Background: an optimization exercise with open tools, aiming at small area and a short achievable clock period. Do not read the settings as production practice.
Only simulation tests tie the RTL to the original design; equivalence was not proved.
Power is estimated from default activity; no workload was simulated.

**flow/run.sh**
```bash
#!/bin/bash
# synth_recipe.tcl (not shown) runs the flow's synth.tcl, then flattens the netlist and writes it again
# the make line also repeats each setting of config.mk as NAME=value (left out here)
make -C /OpenROAD-flow-scripts/flow DESIGN_CONFIG=/design/flow/config.mk WORK_HOME=/design/flow/orfs CLKGATE_MAP_FILE= SYNTH_SCRIPT=/design/flow/synth_recipe.tcl finish
```
**flow/config.mk**
```make
export PLATFORM = sky130hd
export DESIGN_NAME = xf_add
export DESIGN_NICKNAME = xf_add
export VERILOG_FILES = /design/flow/design.v
export SDC_FILE = /design/flow/constraint.sdc
export NUM_CORES = 4
export LEC_CHECK = 0
export CAP_MARGIN = 20
export CORE_MARGIN = 2
export CORE_UTILIZATION = 55
export SLEW_MARGIN = 20
```
**flow/constraint.sdc**
```tcl
create_clock -name core_clock -period 12.0 [get_ports {clk}]
set_input_delay 2.4000 -clock core_clock [delete_from_list [all_inputs] [get_ports {clk}]]
set_output_delay 2.4000 -clock core_clock [all_outputs]
set_load 0.01 [all_outputs]
```
**flow/design.v**
```verilog
module xf_add_front #(
    parameter K1 = 1
) (
    input  wire [159:0] a,
    input  wire [159:0] b,
    output wire [127:0] big,
    output wire [127:0] part,     
    output wire [6:0]   n,        
    output wire         lost,     
    output wire [9:0]   g,        
    output wire [1:0]   cls,
    output wire         sat,
    output wire         inex,
    output wire         invalid
);
    wire a_bad = (a[143:137] != 7'h00 && a[143:137] != 7'h7f) ||
                 (a[151:148] != 4'd0) || (a[159:152] != 8'd0);
    wire b_bad = (b[143:137] != 7'h00 && b[143:137] != 7'h7f) ||
                 (b[151:148] != 4'd0) || (b[159:152] != 8'd0);
    wire [1:0] a_cls = a_bad ? 2'd1 : a[145:144];
    wire [1:0] b_cls = b_bad ? 2'd1 : b[145:144];
    wire a_nan = (a_cls == 2'd1);
    wire b_nan = (b_cls == 2'd1);
    wire inf_mix = a_cls[1] & b_cls[1] & (a_cls[0] ^ b_cls[0]);
    wire finite  = (a_cls == 2'd0) & (b_cls == 2'd0);
    assign cls     = (a_nan | b_nan | inf_mix) ? 2'd1 :
                     (a_cls != 2'd0) ? a_cls : b_cls;
    assign invalid = a_bad | b_bad | (inf_mix & ~a_nan & ~b_nan);
    assign sat     = a[146] | b[146];
    assign inex    = a[147] | b[147];
    wire [9:0]  ga = a[137:128];
    wire [9:0]  gb = b[137:128];
    wire [10:0] d_ab = {ga[9], ga} - {gb[9], gb};
    wire [10:0] d_ba = {gb[9], gb} - {ga[9], ga};
    wire        a_ge = ~d_ab[10];
    wire [9:0]  sh   = a_ge ? d_ab[9:0] : d_ba[9:0];
    wire        clamp = |sh[9:7];
    assign n = sh[6:0] | {7{clamp}};
    wire sel_a = finite & a_ge;
    wire sel_b = finite & ~a_ge;
    assign big = ({128{sel_a}} & a[127:0]) | ({128{sel_b}} & b[127:0]);
    wire [127:0] sml = ({128{sel_a}} & b[127:0]) | ({128{sel_b}} & a[127:0]);
    assign g = ({10{sel_a}} & ga) | ({10{sel_b}} & gb);
    wire [127:0] x [0:K1];
    wire [K1:0]  l;
    assign x[0] = sml;
    assign l[0] = clamp & sml[127];
    genvar k;
    generate
        for (k = 0; k < K1; k = k + 1) begin : g_st
            localparam integer S = 64 >> k;
            assign x[k+1] = n[6-k] ? {{S{x[k][127]}}, x[k][127:S]} : x[k];
            assign l[k+1] = l[k] | (n[6-k] & |x[k][S-1:0]);
        end
    endgenerate
    assign part = x[K1];
    assign lost = l[K1];
endmodule
module xf_add_mid #(
    parameter K1 = 1,
    parameter W  = 64
) (
    input  wire [127:0] big,
    input  wire [127:0] part,
    input  wire [6:0]   n,
    input  wire         lost_in,
    output wire [127:W] big_hi,
    output wire [127:W] al_hi,    
    output wire [W-1:0] sum_lo,
    output wire         c,        
    output wire         lost
);
    localparam K2 = 7 - K1;
    localparam LW = (W == 32) ? 5 : (W == 64) ? 6 : 0;
    wire [127:0] x [0:K2];
    wire [K2:0]  l;
    assign x[0] = part;
    assign l[0] = lost_in;
    genvar k;
    generate
        for (k = 0; k < K2; k = k + 1) begin : g_st
            localparam integer S = 64 >> (k + K1);
            assign x[k+1] = n[6-K1-k] ? {{S{x[k][127]}}, x[k][127:S]} : x[k];
            assign l[k+1] = l[k] | (n[6-K1-k] & |x[k][S-1:0]);
        end
    endgenerate
    assign lost = l[K2];
    assign big_hi = big[127:W];
    assign al_hi  = x[K2][127:W];
    xf_bk #(.N(W), .L(LW)) u_add (.a(big[W-1:0]), .b(x[K2][W-1:0]), .cin(1'b0),
                          .s(sum_lo), .cout(c));
endmodule
module xf_add_back #(
    parameter W = 64
) (
    input  wire [127:W] big_hi,
    input  wire [127:W] al_hi,
    input  wire [W-1:0] sum_lo,
    input  wire         c,
    output wire [127:0] v,
    output wire         ovf
);
    localparam LH = (W == 64) ? 6 : (W == 96) ? 5 : 0;
    wire [127:W] s_hi;
    wire         c_top;
    xf_bk #(.N(128 - W), .L(LH)) u_add (.a(big_hi), .b(al_hi), .cin(c),
                                .s(s_hi), .cout(c_top));
    wire s128 = big_hi[127] ^ al_hi[127] ^ c_top;
    wire ovf_pos = ~s128 & s_hi[127];
    wire ovf_neg = s128 & ~s_hi[127];
    assign ovf = ovf_pos | ovf_neg;
    assign v = {s128, ({s_hi[126:W], sum_lo} | {127{ovf_pos}}) & ~{127{ovf_neg}}};
endmodule
module xf_bk #(
    parameter N = 64,
    parameter L = 6      
) (
    input  wire [N-1:0] a,
    input  wire [N-1:0] b,
    input  wire         cin,
    output wire [N-1:0] s,
    output wire         cout
);
    wire [N-1:0] p = a ^ b;
    wire [N-1:0] gu [0:L];
    wire [N-1:0] pu [0:L];
    assign gu[0] = (a & b) | {{(N-1){1'b0}}, p[0] & cin};
    assign pu[0] = p;
    genvar l, i;
    generate
        for (l = 0; l < L; l = l + 1) begin : up
            for (i = 0; i < N; i = i + 1) begin : b
                if ((i + 1) % (2 << l) == 0) begin : n
                    assign gu[l+1][i] = gu[l][i] | (pu[l][i] & gu[l][i - (1 << l)]);
                    assign pu[l+1][i] = pu[l][i] & pu[l][i - (1 << l)];
                end else begin : t
                    assign gu[l+1][i] = gu[l][i];
                    assign pu[l+1][i] = pu[l][i];
                end
            end
        end
    endgenerate
    wire [N-1:0] gd [0:L];
    assign gd[L] = gu[L];
    generate
        for (l = L - 1; l >= 0; l = l - 1) begin : dn
            for (i = 0; i < N; i = i + 1) begin : b
                if ((i + 1) % (2 << l) == (1 << l) && i >= (2 << l)) begin : n
                    assign gd[l][i] = gd[l+1][i] | (pu[l][i] & gd[l+1][i - (1 << l)]);
                end else begin : t
                    assign gd[l][i] = gd[l+1][i];
                end
            end
        end
    endgenerate
    assign s    = p ^ {gd[0][N-2:0], cin};
    assign cout = gd[0][N-1];
endmodule
module xf_add (
    input  wire         clk,
    input  wire         rst,
    input  wire         in_valid,
    input  wire [159:0] in_a,
    input  wire [159:0] in_b,
    output reg          out_valid,
    output reg  [159:0] out_s,
    output reg  [2:0]   out_flags    
);
    localparam K1 = 0;               
    localparam W  = 64;              
    wire [127:0] p1_big, p1_part;
    wire [6:0]   p1_n;
    wire         p1_lost;
    wire [9:0]   p1_g;
    wire [1:0]   p1_cls;
    wire         p1_sat, p1_inex, p1_invalid;
    xf_add_front #(.K1(K1)) u_front (
        .a(in_a), .b(in_b),
        .big(p1_big), .part(p1_part), .n(p1_n), .lost(p1_lost),
        .g(p1_g), .cls(p1_cls), .sat(p1_sat), .inex(p1_inex),
        .invalid(p1_invalid)
    );
    reg         r1_valid;
    reg [127:0] r1_big, r1_part;
    reg [6:0]   r1_n;
    reg         r1_lost;
    reg [9:0]   r1_g;
    reg [1:0]   r1_cls;
    reg         r1_sat, r1_inex, r1_invalid;
    always @(posedge clk) begin
        if (rst)
            r1_valid <= 1'b0;
        else
            r1_valid <= in_valid;
        r1_big     <= p1_big;
        r1_part    <= p1_part;
        r1_n       <= p1_n;
        r1_lost    <= p1_lost;
        r1_g       <= p1_g;
        r1_cls     <= p1_cls;
        r1_sat     <= p1_sat;
        r1_inex    <= p1_inex;
        r1_invalid <= p1_invalid;
    end
    wire [127:W] p2_big_hi, p2_al_hi;
    wire [W-1:0] p2_sum_lo;
    wire         p2_c, p2_lost;
    xf_add_mid #(.K1(K1), .W(W)) u_mid (
        .big(r1_big), .part(r1_part), .n(r1_n), .lost_in(r1_lost),
        .big_hi(p2_big_hi), .al_hi(p2_al_hi), .sum_lo(p2_sum_lo),
        .c(p2_c), .lost(p2_lost)
    );
    reg         r2_valid;
    reg [127:W] r2_big_hi, r2_al_hi;
    reg [W-1:0] r2_sum_lo;
    reg         r2_c, r2_lost;
    reg [9:0]   r2_g;
    reg [1:0]   r2_cls;
    reg         r2_sat, r2_inex, r2_invalid;
    always @(posedge clk) begin
        if (rst)
            r2_valid <= 1'b0;
        else
            r2_valid <= r1_valid;
        r2_big_hi  <= p2_big_hi;
        r2_al_hi   <= p2_al_hi;
        r2_sum_lo  <= p2_sum_lo;
        r2_c       <= p2_c;
        r2_lost    <= p2_lost;
        r2_g       <= r1_g;
        r2_cls     <= r1_cls;
        r2_sat     <= r1_sat;
        r2_inex    <= r1_inex;
        r2_invalid <= r1_invalid;
    end
    wire [127:0] p3_v;
    wire         p3_ovf;
    xf_add_back #(.W(W)) u_back (
        .big_hi(r2_big_hi), .al_hi(r2_al_hi), .sum_lo(r2_sum_lo), .c(r2_c),
        .v(p3_v), .ovf(p3_ovf)
    );
    always @(posedge clk) begin
        if (rst)
            out_valid <= 1'b0;
        else
            out_valid <= r2_valid;
        out_s     <= {12'd0, r2_inex | r2_lost, r2_sat | p3_ovf, r2_cls,
                      {6{r2_g[9]}}, r2_g, p3_v};
        out_flags <= {r2_invalid, p3_ovf, r2_lost};
    end
endmodule
```
==> results of run 1 <==
==> sequential cells by signal, indices dropped and copies added, names as in the netlist, 2 cells and up <==
register and cells:
r1_part 128, out_flags 3, r2_al_hi 64, r1_g 10, r2_g 10, r1_n 7
r1_cls 2, r2_cls 2, r2_sum_lo 64, r1_big 128, out_s 142, r2_big_hi 64
==> final timing paths <==
check / startpoint / to / slack [ps]
worst max-delay path: r1_n[5] / r2_sum_lo[47] / 4810
worst min-delay path: r1_big[125] / r2_big_hi[125] / 320
worst max register to register: r1_n[5] / r2_sum_lo[47] / 4810
worst min register to register: r1_big[125] / r2_big_hi[125] / 320
==> area by class of cell <==
cell class	count	area (um^2)	area share (%)
Tap cell	773	967	2.43
Clock buffer	79	1710	4.31
Antenna cell	6	15.0	0.0378
Clock inverter	30	522	1.31
Timing Repair Buffer	501	4950	12.5
Inverter	96	372	0.934
Multi-Input combinational cell	2270	18500	46.5
Sequential cell	636	12700	32.0
==> worst max-delay path, stage by stage, from the launching register on <==
cell	delay, ps
dfxtp_4	810
buf_4	680
mux2_1	400
nand2_1	90
o21ai_0	130
mux2_2	350
mux2i_1	300
nor2_1	60
or3_1	360
o21ai_0	120
mux2i_1	140
ha_1	210
fa_1	380
a21oi_1	220
o21ai_1	140
o31ai_1	320
o21ai_1	210
a21oi_1	660
o21bai_1	250
a21oi_1	410
o211a_1	190
nor3_1	50
fa_1	380
xor2_1	170
==> cell usage in the layout, fill, tap and decap left out, types with 7 or more instances in the layout <==
cell type        instances
nand2_1                239
conb_1                  12
a21oi_1                171
clkinv_2                 7
buf_4                   26
a22o_1                 266
a21o_1                  65
nor4_1                  39
a221oi_1                 7
o21a_1                  19
clkdlybuf4s50_1        474
ha_1                   144
nor3_1                  13
bufinv_16               13
or3_1                    8
inv_6                    7
o21ai_0                 98
xor2_1                  21
xnor2_1                 48
o21bai_1                 7
nor2_1                 323
clkbuf_16               61
mux4_2                  93
dfxtp_1                629
mux2_2                  56
mux2i_1                325
nand4_1                 27
a211oi_1                19
inv_1                   91
or2_1                   14
nand3_1                 17
nand2b_1                12
nor2b_1                 12
clkbuf_8                12
fa_1                    67
o21ai_1                 46
mux2_1                  18
==> cells by family (layout without fill, tap and decap cells) <==
kind of cell,count (synthesis),count (layout)
AOI/OAI and AO/OA,747,747
and+or+nand+nor,737,737
DFF,636,636
muxes,492,492
buffers and inverters,330,706
adders and majority gates,213,213
xor gates and xnor gates,69,69
other,1,18
==> power groups by stage <==
stage | Combinational (mW) | Clock, mW | Sequential (mW)
floorplan | 0.578 | 0 | 2.34
global placement | 0.967 | 0 | 2.35
detailed placement | 0.985 | 0 | 2.34
CTS | 0.995 | 2.14 | 2.30
global route | 1.08 | 2.22 | 2.31
finish | 1.00 | 2.11 | 2.30
==> metal layers <==
| layer | up-vias | GRT usage [%] | wire [um] |
|---|---|---|---|
| li1 | 12300 | - | - |
| met1 | 13100 | 43.9 | 43100 |
| met2 | 1209 | 55.4 | 49700 |
| met3 | 244 | 5.70 | 8130 |
| met4 | 0 | 14.3 | 4610 |
| met5 | - | 0 | 0 |
==> metrics by stage <==
step | cell area (um^2) | util (%) | total power, mW | hold WS, ps | setup slack, ps
2_1_floorplan | 32600 | - | 2.92 | 310 | 6840
3_3_place_gp | 37500 | 63.8 | 3.31 | 310 | 4920
3_5_place_dp | 37500 | 63.8 | 3.33 | 312 | 4780
4_1_cts | 39800 | 67.6 | 5.43 | 325 | 4910
5_1_grt | 39800 | 67.6 | 5.61 | 329 | 4390
6_report | 39800 | 67.6 | 5.41 | 324 | 4810
==> results.toml, run 1 <==
[worst_hold_path]
hold_class = "flop to flop"
min_path_cells = 0

[route]
via_count = 26800
avgRoutedWirePerCell_um = 24.0
firstDrtPassIters = 8
avgViaCountPerCell = 6.11
routed_wl_um = 106000
ant_nets = 0
drc = 0
dr.first_iter.drc_count = 2205

[clock_network]
path_clk_slew_ps = 60
clockBufferDepth = 3
cts_buffers = 60
cts_sinks = 636
clk_latency_ps = 630
cts_hold_buf = 0
cts_tree = "built"
cts_max_level = 2
post_cts_buffers = 0
cts.root.buffer_cell = "clkbuf_16"
cts_resized = 0

[synth]
synthArstFlopShare_pct = 0
synth_common_cells = "636 x dfxtp_1, 325 x mux2i_1, 325 x nor2_1"
synth.largest_area_cell = "dfxtp_1"
synth_area_per_cell_um2 = 10.1
synth-simple-area-share_pct = 9.86
ys_seq_area_share_pct = 39.1
synth_xor_area_share_pct = 1.86
synth_area_um2 = 32500
yosys.area_share.adder_pct = 9.74
synth_mux_area_share_pct = 19.0
synth-seq-cells = 636
yosysMostFrequentCell = "dfxtp_1"
synth_edf_count = 0
yosys_most_used_dff = "dfxtp_1"
synth_cells = 3225
yosys.area.top_type_share_pct = 39.1
synth_top_family_by_area = "multiplexers"
synth_compound_area_share_pct = 16.1
synth.distinct_cells = 71
yosys_warnings = 4
synthTopCellsByArea = "dfxtp_1 39%, mux2i_1 10%, a22o_1 7.2%"

[global_route]
antenna_found_initial = 4
grt_pass1_vias = 26900
grt_pass1_wl_um = 158000
grt_use_total_pct = 33.7
gr-total-overflow = 0
grt_max_degree = 104

[power]
power.density_nw_per_um2 = 136
power.internal_mw = 3.99
p_sw_share_pct = 26.3
p_switching_mw = 1.42
power.share.combinational_pct = 18.5
clkPwrFrac_pct = 39.0
p_leak_nw = 17.1
max-vdd-ir-drop_mv = 0.137
seq_power_share_pct = 42.5

[placement]
placedCellCount = 4276
hpwl_um = 80600
place.gp.congestion = 0.982
port_buffers = 474

[floorplanning]
ios = 487
start_util_pct = 55.3
coreArea_um2 = 58800
rows = 89
die_x_um = 247
die_h_um = 247
dieArea_um2 = 61100

[timing]
fin_tns_setup_ps = 0
finalSetupViolCount = 0
fin_crit_sh_pct = 59.9
slew_viol_final = 0
grt_setup_unrepaired = "no"
max_freq_ghz = 0.139
finClkSkew_ps = 23.3
period_needed_ps = 7190
finalHoldViolations = 0
tightest_slew_ps = 1070
relSlewSlack_pct = 28.4

[worst_setup_path]
rr_worst_depth = 23
endpoint_kind = "flop"
path_class = "flop to flop"
crit_arrival_ps = 7700
worstPathMaxFanout = 52
start_kind = "flop"
required_ps = 12510

[layout]
area.growth.synth_to_final_pct = 22.3
fill_cells = 4453
fin_cells = 4391
drive_above_1_share_pct = 8.67
finalNetCount = 4101

[job]
maxCapViolations = 0

[outcome]
status = "complete, no violations"
==> inputs of run 2 (changes only) <==
--- a/flow/design.v
+++ b/flow/design.v
@@ -72,5 +72,5 @@
 );
     localparam K2 = 7 - K1;
-    localparam LW = (W == 32) ? 5 : (W == 64) ? 6 : 0;
+    localparam LW = (W <= 16) ? 4 : (W <= 32) ? 5 : (W <= 64) ? 6 : 7;
     wire [127:0] x [0:K2];
     wire [K2:0]  l;
@@ -98,17 +98,27 @@
     input  wire [W-1:0] sum_lo,
     input  wire         c,
-    output wire [127:0] v,
-    output wire         ovf
-);
-    localparam LH = (W == 64) ? 6 : (W == 96) ? 5 : 0;
+    output wire [127:0] sum,       
+    output wire         ovf_pos,   
+    output wire         ovf_neg    
+);
+    localparam LH = (128 - W <= 16) ? 4 : (128 - W <= 32) ? 5 :
+                    (128 - W <= 64) ? 6 : 7;
     wire [127:W] s_hi;
     wire         c_top;
     xf_bk #(.N(128 - W), .L(LH)) u_add (.a(big_hi), .b(al_hi), .cin(c),
-                                .s(s_hi), .cout(c_top));
+                                       .s(s_hi), .cout(c_top));
     wire s128 = big_hi[127] ^ al_hi[127] ^ c_top;
-    wire ovf_pos = ~s128 & s_hi[127];
-    wire ovf_neg = s128 & ~s_hi[127];
-    assign ovf = ovf_pos | ovf_neg;
-    assign v = {s128, ({s_hi[126:W], sum_lo} | {127{ovf_pos}}) & ~{127{ovf_neg}}};
+    assign sum     = {s_hi, sum_lo};
+    assign ovf_pos = ~s128 & s_hi[127];
+    assign ovf_neg = s128 & ~s_hi[127];
+endmodule
+module xf_add_sat (
+    input  wire [127:0] sum,
+    input  wire         ovf_pos,
+    input  wire         ovf_neg,
+    output wire [127:0] v
+);
+    assign v = {sum[127] & ~ovf_pos | ovf_neg,
+                (sum[126:0] | {127{ovf_pos}}) & ~{127{ovf_neg}}};
 endmodule
 module xf_bk #(
@@ -131,5 +141,5 @@
         for (l = 0; l < L; l = l + 1) begin : up
             for (i = 0; i < N; i = i + 1) begin : b
-                if ((i + 1) % (2 << l) == 0) begin : n
+                if ((i + 1) % (2 << l) == 0 && i < N) begin : n
                     assign gu[l+1][i] = gu[l][i] | (pu[l][i] & gu[l][i - (1 << l)]);
                     assign pu[l+1][i] = pu[l][i] & pu[l][i - (1 << l)];
@@ -234,18 +244,40 @@
         r2_invalid <= r1_invalid;
     end
-    wire [127:0] p3_v;
-    wire         p3_ovf;
+    wire [127:0] p3_sum;
+    wire         p3_ovf_pos, p3_ovf_neg;
     xf_add_back #(.W(W)) u_back (
         .big_hi(r2_big_hi), .al_hi(r2_al_hi), .sum_lo(r2_sum_lo), .c(r2_c),
-        .v(p3_v), .ovf(p3_ovf)
+        .sum(p3_sum), .ovf_pos(p3_ovf_pos), .ovf_neg(p3_ovf_neg)
     );
+    reg         r3_valid;
+    reg [127:0] r3_sum;
+    reg         r3_ovf_pos, r3_ovf_neg, r3_lost;
+    reg [9:0]   r3_g;
+    reg [1:0]   r3_cls;
+    reg         r3_sat, r3_inex, r3_invalid;
     always @(posedge clk) begin
         if (rst)
-            out_valid <= 1'b0;
+            r3_valid <= 1'b0;
         else
-            out_valid <= r2_valid;
-        out_s     <= {12'd0, r2_inex | r2_lost, r2_sat | p3_ovf, r2_cls,
-                      {6{r2_g[9]}}, r2_g, p3_v};
-        out_flags <= {r2_invalid, p3_ovf, r2_lost};
-    end
-endmodule
+            r3_valid <= r2_valid;
+        r3_sum     <= p3_sum;
+        r3_ovf_pos <= p3_ovf_pos;
+        r3_ovf_neg <= p3_ovf_neg;
+        r3_lost    <= r2_lost;
+        r3_g       <= r2_g;
+        r3_cls     <= r2_cls;
+        r3_sat     <= r2_sat;
+        r3_inex    <= r2_inex;
+        r3_invalid <= r2_invalid;
+    end
+    wire [127:0] v;
+    wire         ovf = r3_ovf_pos | r3_ovf_neg;
+    xf_add_sat u_sat (.sum(r3_sum), .ovf_pos(r3_ovf_pos), .ovf_neg(r3_ovf_neg),
+                      .v(v));
+    always @(*) begin
+        out_valid = r3_valid;
+        out_s     = {12'd0, r3_inex | r3_lost, r3_sat | ovf, r3_cls,
+                     {6{r3_g[9]}}, r3_g, v};
+        out_flags = {r3_invalid, ovf, r3_lost};
+    end
+endmodule
==> run 2 against run 1 <==
Net effect: still clean; die area rose by 0.43%; via count fell by 2.0%; largest power group unchanged; highest routed layer is now met5; count of clock-buffer cells in the layout rose by 1; first-iteration DRC count fell by 15%.
==> results.toml, run 2 <==
[outcome]
status = "complete, no violations"

[layout]
reg_top3 = "r1_big x128, r1_part x128, r3_sum x128"
layout_commonest_cell = "dfxtp_1"
area.growth.synth_to_final_pct = 21.6
finalNetCount = 4121
mostFrequentLayoutCells = "630 x dfxtp_1, 474 x clkdlybuf4s50_1, 386 x nor2_1, 319 x mux2i_1, 266 x a22o_1"
final_util_pct = 67.5
drive_above_1_share_pct = 9.82

[clock_network]
clk_latency_ps = 620
clockBufferDepth = 3
cts_sinks = 637
cts.root.buffer_cell = "clkbuf_16"
path_clk_slew_ps = 70
post_cts_buffers = 0
cts_tree = "built"
cts_hold_buf = 0
cts_max_level = 2
cts_buffers = 60
cts_resized = 0

[timing]
relSlewSlack_pct = 31.1
fin_tns_setup_ps = 0
fin_crit_sh_pct = 57.9
finClkSkew_ps = 17.2
max_freq_ghz = 0.144
finalHoldViolations = 0
finalSetupViolCount = 0
period_needed_ps = 6950
slew_viol_final = 0
tightest_slew_ps = 1030
holdWs_ps = 321
worst_slack_ps = 5050
grt_setup_unrepaired = "no"

[worst_hold_path]
hp-start = "r1_invalid"
min_path_cells = 0
hold_class = "flop to flop"
holdPathEnd = "r2_invalid"

[worst_setup_path]
r2r-start = "r1_n[5]"
endpoint_kind = "flop"
cp_top_family = "compound AO/OA/AOI/OAI gates"
cp_slowest_stage_delay_ps = 790
path_cells = "buf_4, mux2_2, nand2_1, o21ai_0, mux2_2, mux2i_1, nor2_1, or3_1, o21ai_0, mux2i_1, ha_1, fa_1, a211o_1, a211oi_1, or4b_4, a2111oi_4, o21ai_2, o21a_1, o21ai_2, a31o_2, a21bo_2, fa_1, xor2_1"
crit_arrival_ps = 7450
cp_num_buf_inv = 1
path_class = "flop to flop"
required_ps = 12500
rr_worst_depth = 23
start_kind = "flop"
rr_endpoint = "r2_sum_lo[55]"
worstPathMaxFanout = 62
ff2ff_setup_slack_ps = 5050
critPathSlowestCell = "buf_4"

[synth]
synth_common_cells = "637 x dfxtp_1, 387 x nor2_1, 319 x mux2i_1"
yosysMostFrequentCell = "dfxtp_1"
synth_cells = 3250
yosys_warnings = 4
synth.distinct_cells = 66
yosys_most_used_dff = "dfxtp_1"
ys_seq_area_share_pct = 39.0
synthTopCellsByArea = "dfxtp_1 39%, mux2i_1 9.8%, a22o_1 7.1%"
synthArstFlopShare_pct = 0
synth_area_um2 = 32700
synth-seq-cells = 637
synth_edf_count = 0
synth_area_per_cell_um2 = 10.1
synth.largest_area_cell = "dfxtp_1"
yosys.area.top_type_share_pct = 39.0

[global_route]
grt_max_degree = 92
grt_pass1_wl_um = 151000
antenna_found_initial = 4
gr-total-overflow = 0
grt_pass1_vias = 25900
grt_use_total_pct = 32.2

[route]
m1WireLength_um = 41600
dr_wl_met2_um = 48000
avgRoutedWirePerCell_um = 23.0
drc = 0
via_count = 26300
routed_wl_um = 102000
firstDrtPassIters = 5
dr.first_iter.drc_count = 1866
wl_met3_um = 7590
top_layer_used = "met5"
ant_nets = 0
avgViaCountPerCell = 5.95

[floorplanning]
rows = 89
die_h_um = 248
coreArea_um2 = 58900
start_util_pct = 55.5
dieArea_um2 = 61400
die_x_um = 248
ios = 487

[power]
p_leak_nw = 17.4
power.density_nw_per_um2 = 130
max-vdd-ir-drop_mv = 0.120

[placement]
place.gp.congestion = 0.968
pre_cts_slack_ps = 5160
port_buffers = 474
hpwl_um = 78200

[job]
maxCapViolations = 0
## run 2: cell count changes after synthesis, moves of 20 or more
cell and delta:
nor2_1 +62, o21ai_0 +50, o21ai_1 -45, a21oi_1 -33, xor2_1 +29, xnor2_1 -27
mux2_2 +20
## run 2: worst max-delay path by stage
stage / end / cells after the start / start / slack, ps
after floorplan: r2_sum_lo[55] / 24 / r1_n[5] / 6770
after global placement: r1_part[111] / 12 / in_a[130] / 5220
after detailed placement: r2_sum_lo[55] / 23 / r1_n[5] / 5160
after CTS: r2_sum_lo[55] / 23 / r1_n[5] / 5120
after global routing: r2_sum_lo[55] / 22 / r1_n[6] / 4710
final: r2_sum_lo[55] / 23 / r1_n[5] / 5050
## run 2: kinds of logic (layout without fill, tap and decap cells)
group,after synthesis,in the layout,synth area share [%]
XOR/XNOR,71,71,1.90
AND/OR/NAND/NOR,773,773,10.1
flip-flops,637,637,39.0
AO/OA/AOI/OAI,737,737,16.0
buffers and inverters,332,707,4.47
adder cells (fa/ha/maj),211,211,9.62
multiplexers,488,488,18.8
other,1,13,0.0115
## run 2: per-layer routing
metal	track usage, %	vias to the layer above
li1	-	12300
met4	13.0	8
met5	0	-
met2	53.5	1012
met1	41.3	12700
met3	6.00	224
## run 2: per-stage QoR
stage	cells	cell area [um^2]	total power [mW]
floorplan	3261	32700	2.81
global placement	4296	37500	3.14
detailed placement	4297	37600	3.16
CTS	4408	39700	5.19
global route	4409	39700	5.35
finish	4410	39700	5.17
## run 2: area by class of cell
cell class                 count  area, um^2
fill                        4589       19200
tap                          773         967
timing repair buffer         502        4950
clock buffer                  80        1720
antenna                        1        2.50
sequential                   637       12800
clock inverter                31         452
multi-input combinational   2292       18500
inverter                      94         367
## run 2: report_power, final
group / switching [mW] / leakage (nW) / total, mW / internal (mW)
Combinational: 0.453 / 11.2 / 0.865 / 0.412
Clock: 0.821 / 1.06 / 2.05 / 1.22
Sequential: 0.0436 / 5.14 / 2.26 / 2.21
==> inputs of run 3 (changes only) <==
--- a/flow/config.mk
+++ b/flow/config.mk
@@ -9,3 +9,4 @@
 export CORE_MARGIN = 2
 export CORE_UTILIZATION = 55
+export SETUP_SLACK_MARGIN = 5
 export SLEW_MARGIN = 20
==> run 3 against run 2 <==
Net effect: first-iteration DRC count increased by 1.1%; synthesized area stayed put; via count is 0.18% higher; non-clock buffer count unchanged; still clean on timing, DRC and antenna.
==> results.toml, run 3 <==
[outcome]
status = "complete, no violations"

[clock_network]
clockBufferDepth = 3
cts_max_level = 2
cts_sinks = 637
cts.root.buffer_cell = "clkbuf_16"
clk_latency_ps = 620
cts_buffers = 60
path_clk_slew_ps = 70
cts_tree = "built"

[synth]
yosys_warnings = 4
yosys_most_used_dff = "dfxtp_1"
yosys.area.top_type_share_pct = 39.0
synthArstFlopShare_pct = 0
synth.largest_area_cell = "dfxtp_1"
synth_area_um2 = 32700
synth_cells = 3250
synth-seq-cells = 637
synthTopCellsByArea = "dfxtp_1 39%, mux2i_1 9.8%, a22o_1 7.1%"
synth_common_cells = "637 x dfxtp_1, 387 x nor2_1, 319 x mux2i_1"
synth_area_per_cell_um2 = 10.1
synth.distinct_cells = 66
yosysMostFrequentCell = "dfxtp_1"
ys_seq_area_share_pct = 39.0
synth_edf_count = 0

[power]
power.density_nw_per_um2 = 130
clkPwrFrac_pct = 39.6
max-vdd-ir-drop_mv = 0.120
power.internal_mw = 3.85
p_leak_nw = 17.4
power.share.combinational_pct = 16.8
seq_power_share_pct = 43.7
p_switching_mw = 1.32
p_sw_share_pct = 25.5

[timing]
finalHoldViolations = 0
period_needed_ps = 6610
tightest_slew_ps = 1040
fin_tns_setup_ps = 0
max_freq_ghz = 0.151
relSlewSlack_pct = 30.9
slew_viol_final = 0
holdWs_ps = 321
finalSetupViolCount = 0
fin_crit_sh_pct = 55.1
grt_setup_unrepaired = "no"
finClkSkew_ps = 17.3

[placement]
port_buffers = 474
hpwl_um = 78200
place.gp.congestion = 0.968

[floorplanning]
rows = 89
coreArea_um2 = 58900
ios = 487
dieArea_um2 = 61400
die_x_um = 248
die_h_um = 248
start_util_pct = 55.5

[layout]
reg_top3 = "r1_big x128, r1_part x128, r3_sum x128"
mostFrequentLayoutCells = "630 x dfxtp_1, 474 x clkdlybuf4s50_1, 386 x nor2_1, 319 x mux2i_1, 266 x a22o_1"
drive_above_1_share_pct = 9.82
area.growth.synth_to_final_pct = 21.7
layout_commonest_cell = "dfxtp_1"
finalNetCount = 4121

[route]
avgRoutedWirePerCell_um = 23.1
via_count = 26300
dr.first_iter.drc_count = 1887
ant_nets = 0
firstDrtPassIters = 5
routed_wl_um = 102000
avgViaCountPerCell = 5.97
drc = 0

[global_route]
gr-total-overflow = 0
grt_pass1_wl_um = 151000
grt_use_total_pct = 32.2
grt_max_degree = 92
grt_pass1_vias = 25900
antenna_found_initial = 4

[worst_setup_path]
endpoint_kind = "flop"
path_class = "flop to flop"
crit_arrival_ps = 7110
worstPathMaxFanout = 62
required_ps = 12500
start_kind = "flop"

[worst_hold_path]
hold_class = "flop to flop"

[job]
maxCapViolations = 0
run 3: changes by cell type in the layout (fill, tap and decap cells not counted):
| cell | previous run | this run |
|---|---|---|
| buf_4 | 28 | 26 |
| buf_8 | 0 | 2 |
run 3: cells by family (layout without fill, tap and decap cells):
group / Yosys count / count (layout) / synth area share [%]
buffers and inverters: 332 / 707 / 4.47
adders and majority gates: 211 / 211 / 9.62
xor gates and xnor gates: 71 / 71 / 1.90
muxes: 488 / 488 / 18.8
AOI/OAI and AO/OA: 737 / 737 / 16.0
DFF: 637 / 637 / 39.0
other: 1 / 13 / 0.0115
and+or+nand+nor: 773 / 773 / 10.1
run 3: layer usage:
metal	track usage, %	wire (um)	up-vias
li1	-	-	12300
met1	41.3	41500	12800
met2	53.5	48100	1027
met3	6.00	7740	213
met4	13.0	4280	6
met5	0	39	-
run 3: path summary, 6_finish.rpt:
path              start       endpoint  slack, ps  cells past startpoint
max             r1_n[5]  r2_sum_lo[55]       5390                     23
min          r1_invalid     r2_invalid        320                      0
max reg2reg     r1_n[5]  r2_sum_lo[55]       5390                     23
min reg2reg  r1_invalid     r2_invalid        320                      0
run 3: final cells by class:
| type | count | area [um^2] |
|---|---|---|
| diodes | 1 | 2.50 |
| clock buffers | 80 | 1720 |
| clock inverters | 31 | 452 |
| fillers | 4590 | 19200 |
| inverters | 94 | 367 |
| multi-input cells | 2292 | 18500 |
| flip-flops and latches | 637 | 12800 |
| well taps | 773 | 967 |
| repair buffers | 502 | 4970 |
run 3: what timing repair did:
| action | in CTS | in global routing |
|---|---|---|
| setup endpoints to repair | 0 | 16 |
| hold buffers | 0 | 0 |
| resized for setup | 0 | 6 |
| hold endpoints to repair | 0 | 0 |
| setup buffers | 0 | 0 |
run 3: power by group through the flow:
stage	combinational (mW)	clock [mW]	sequential (mW)
after floorplan	0.525	0	2.28
after global placement	0.841	0	2.30
after detailed placement	0.857	0	2.30
after CTS	0.862	2.07	2.26
after global routing	0.938	2.15	2.27
final	0.866	2.04	2.26
run 3: metrics by stage:
step	worst slack (ps)	util (%)	power, mW	cells	cell area, um^2
finish	5390	67.5	5.17	4410	39800
global route	5090	67.5	5.35	4409	39800
CTS	5120	67.4	5.19	4408	39700
detailed placement	5160	63.8	3.16	4297	37600
global placement	5220	63.7	3.14	4296	37500
floorplan	6770	-	2.81	3261	32700
run 3: worst max-delay path, cell delays in order, from the launching register on:
cell and delay, ps:
dfxtp_4 670, buf_8 490, mux2_2 410, nand2_1 70
o21ai_0 120, mux2_2 320, mux2i_1 300, nor2_1 60
or3_1 350, o21ai_0 130, mux2i_1 130, ha_1 230
fa_1 410, a211o_1 320, a211oi_1 390, or4b_4 230
a2111oi_4 70, o21ai_2 330, o21a_1 240, o21ai_2 120
a31o_2 300, a21bo_2 210, fa_1 370, xor2_1 180
==> inputs of run 4 (changes only) <==
==> flow/flow/run.sh (new file) <==
#!/bin/bash
# The standard layout, with timing repair (after CTS and after global
# routing) aiming for setup slack of at least 7 ns at the design's period.
set -euo pipefail
bash standard.sh SETUP_SLACK_MARGIN=7 finish > standard_flow.log 2>&1
==> flow/standard.sh (new file) <==
#!/bin/bash
# synth_recipe.tcl (not shown) runs the flow's synth.tcl, then flattens the netlist and writes it again
# the make line also repeats each setting of config.mk as NAME=value (left out here)
make -C /OpenROAD-flow-scripts/flow DESIGN_CONFIG=/design/flow/config.mk WORK_HOME=/design/flow/orfs CLKGATE_MAP_FILE= SYNTH_SCRIPT=/design/flow/synth_recipe.tcl "${@:-finish}"
--- a/flow/config.mk
+++ b/flow/config.mk
@@ -9,4 +9,3 @@
 export CORE_MARGIN = 2
 export CORE_UTILIZATION = 55
-export SETUP_SLACK_MARGIN = 5
 export SLEW_MARGIN = 20
removed: flow/run.sh
==> run 4 against run 3 <==
Net effect: register-to-register slack improved by 1200 ps; synthesized cell count did not move; count of clock-buffer cells in the layout rose by 3; via count rose by 5.8%; worst hold slack got worse by 15 ps; critical endpoint unchanged; largest cell class unchanged; largest power group unchanged.
==> results.toml, run 4 <==
[outcome]
status = "complete, no violations"

[layout]
finalNetCount = 4244
mostFrequentLayoutCells = "629 x dfxtp_1, 472 x clkdlybuf4s50_1, 384 x nor2_1, 281 x mux2i_1, 266 x a22o_1"
area.growth.synth_to_final_pct = 30.5
layout_commonest_cell = "dfxtp_1"
drive_above_1_share_pct = 16.7
reg_top3 = "r1_big x128, r1_part x128, r3_sum x128"
n_antenna_cell = 0

[worst_hold_path]
holdPathEnd = "r2_big_hi[118]"
hold_class = "flop to flop"
hp-start = "r1_big[118]"
min_path_cells = 0

[synth]
synthTopCellsByArea = "dfxtp_1 39%, mux2i_1 9.8%, a22o_1 7.1%"
yosys.area_share.adder_pct = 9.62
synth.largest_area_cell = "dfxtp_1"
yosys.area.top_type_share_pct = 39.0
synth-simple-area-share_pct = 10.1
synth_xor_area_share_pct = 1.90
synth_area_um2 = 32700
synth_cells = 3250
synth-seq-cells = 637
synth_top_family_by_area = "multiplexers"
ys_seq_area_share_pct = 39.0
yosys_most_used_dff = "dfxtp_1"
synthArstFlopShare_pct = 0
synth_common_cells = "637 x dfxtp_1, 387 x nor2_1, 319 x mux2i_1"
synth_mux_area_share_pct = 18.8
synth_edf_count = 0
yosysMostFrequentCell = "dfxtp_1"
synth.distinct_cells = 66
yosys_warnings = 4
synth_area_per_cell_um2 = 10.1
synth_compound_area_share_pct = 16.0

[route]
dr.first_iter.drc_count = 2331
routed_wl_um = 114000
drc = 0
avgRoutedWirePerCell_um = 25.1
via_count = 27800
firstDrtPassIters = 6
avgViaCountPerCell = 6.14
ant_nets = 0

[worst_setup_path]
cp_num_buf_inv = 3
path_cells = "buf_12, buf_16, buf_4, mux4_2, nand2_2, nand2_4, mux2i_4, nor2_1, or3_1, o21ai_2, mux2i_1, ha_2, fa_2, a211o_1, a211oi_4, or4b_4, a2111oi_4, o21ai_4, o21a_1, o21ai_4, a31o_4, a21bo_2, fa_2, xor2_1"
endpoint_kind = "flop"
rr_endpoint = "r2_sum_lo[55]"
rr_worst_depth = 24
ff2ff_setup_slack_ps = 6570
critPathSlowestCell = "dfxtp_4"
required_ps = 12520
crit_arrival_ps = 5950
worstPathMaxFanout = 8
cp_slowest_stage_delay_ps = 490
r2r-start = "r1_n[5]"
cp_top_family = "compound AO/OA/AOI/OAI gates"
path_class = "flop to flop"
critPathLaunch = "r1_n[5]"
start_kind = "flop"

[timing]
finalSetupViolCount = 0
finalHoldViolations = 0
grt_setup_unrepaired = "yes"
worst_slack_ps = 6570
max_freq_ghz = 0.184
fin_tns_setup_ps = 0
relSlewSlack_pct = 34.4
period_needed_ps = 5430
finClkSkew_ps = 29.8
tightest_slew_ps = 981
fin_crit_sh_pct = 45.2
slew_viol_final = 0

[global_route]
grt_pass1_vias = 27300
gr-total-overflow = 0
grt_max_degree = 84
antenna_found_initial = 3
grt_use_total_pct = 35.6
grt_pass1_wl_um = 164000

[floorplanning]
ios = 487
rows = 89
dieArea_um2 = 61400
coreArea_um2 = 58900
die_h_um = 248
start_util_pct = 55.5
die_x_um = 248

[clock_network]
cts_buffers = 60
clockBufferDepth = 3
cts_max_level = 2
cts_sinks = 637
clk_latency_ps = 650
cts.root.buffer_cell = "clkbuf_16"
path_clk_slew_ps = 80
cts_tree = "built"

[placement]
place.gp.congestion = 0.984
port_buffers = 474
hpwl_um = 79500
pre_cts_slack_ps = 4810

[power]
max-vdd-ir-drop_mv = 0.138
power.density_nw_per_um2 = 124
p_leak_nw = 18.5

[job]
maxCapViolations = 0
run 4: cell counts after synthesis:
No cell type changed its count.
run 4: kinds of logic (layout without fill, tap and decap cells):
| kind of cell | count (synthesis) | after routing |
|---|---|---|
| AOI/OAI and AO/OA | 737 | 737 |
| adders and majority gates | 211 | 211 |
| and+or+nand+nor | 773 | 773 |
| other | 1 | 12 |
| xor gates and xnor gates | 71 | 71 |
| buffers and inverters | 332 | 832 |
| muxes | 488 | 488 |
| DFF | 637 | 637 |
run 4: final cells by class:
class	count	area, um^2
Sequential cell	637	12800
Timing Repair Buffer	625	6860
Clock buffer	83	1730
Fill cell	4214	16300
Multi-Input combinational cell	2292	19500
Clock inverter	30	430
Inverter	94	402
Tap cell	773	967
run 4: worst max-delay path by stage:
stage                    endpoint  cells past startpoint
floorplan           r2_sum_lo[50]                     21
detailed placement     r1_big[65]                     14
global route        r2_sum_lo[56]                     21
finish              r2_sum_lo[55]                     24
global placement       r1_big[64]                     14
CTS                 r2_sum_lo[55]                     22
run 4: worst reg2reg max path: stages (launching register included):
cell	delay (ps)
dfxtp_4	490
buf_12	150
buf_16	110
buf_4	110
mux4_2	330
nand2_2	110
nand2_4	90
mux2i_4	170
nor2_1	50
or3_1	360
o21ai_2	100
mux2i_1	100
ha_2	230
fa_2	360
a211o_1	320
a211oi_4	320
or4b_4	220
a2111oi_4	80
o21ai_4	290
o21a_1	240
o21ai_4	90
a31o_4	270
a21bo_2	200
fa_2	330
xor2_1	170
run 4: where the power goes:
part	internal (mW)	switching, mW	leakage [nW]
logic	0.489	0.517	12.3
clock network	1.21	0.833	1.06
registers	2.21	0.0404	5.15
total	3.91	1.39	18.5
run 4: routing by layer:
layer / global-route usage, % / up-vias / share of wire, %
li1: - / 12600 / -
met1: 45.5 / 13600 / 40
met2: 58.3 / 1338 / 47
met3: 6.62 / 274 / 8.2
met4: 16.7 / 4 / 5.1
met5: 0 / - / 0.018
run 4: through the flow:
step	util [%]	instance area, um^2	hold WS (ps)	total power [mW]	cells
floorplan	-	32800	310	2.81	3261
global placement	63.8	37600	311	3.15	4299
detailed placement	63.8	37600	312	3.17	4299
CTS	71.5	42100	313	5.28	4512
global route	72.4	42600	320	5.47	4534
finish	72.4	42600	306	5.30	4534
run 4: what timing repair did:
action | 4_1_cts | 5_1_grt
endpoints found under the setup margin | 395 | 302
cloned | 18 | 4
hold buffers | 0 | 0
pin swaps | 51 | 36
gates resized for setup | 282 | 77
buffers inserted | 82 | 18

-- port drivers added, routing unchanged --
Ports are ideal in the flow. The routed layouts listed here were re-timed in OpenROAD. Step 1 sets driving cells, clkbuf_16 on the clock port and buf_2 on the other inputs (assumed; they add their load-dependent delay and slew). Step 2 moves the port delays by t, midway between the first and last clock arrival at a register: inputs arrive t later, outputs are due t later. That takes back most of the time a late clock gives input paths. a / b / c = ideal / step 1 / step 2; a / b = the first two.
run | t (ns) | setup slack, ns | worst slew at a driven data input, ns | cell pins on the clock port's net
run 1 | 0.690 | 4.812 / 4.812 / 4.672 | 0.08 | 1
run 2 | 0.677 | 5.049 / 5.049 / 5.049 | 0.06 | 1
run 3 | 0.678 | 5.389 / 5.389 / 5.385 | 0.06 | 1
run 4 | 0.704 | 6.571 / 6.571 / 6.432 | 0.06 | 1
After both steps every run listed still meets setup and hold. The setup slack of run 1, which loses most, moves by 0.000 ns with the drivers and by -0.140 ns with both steps.
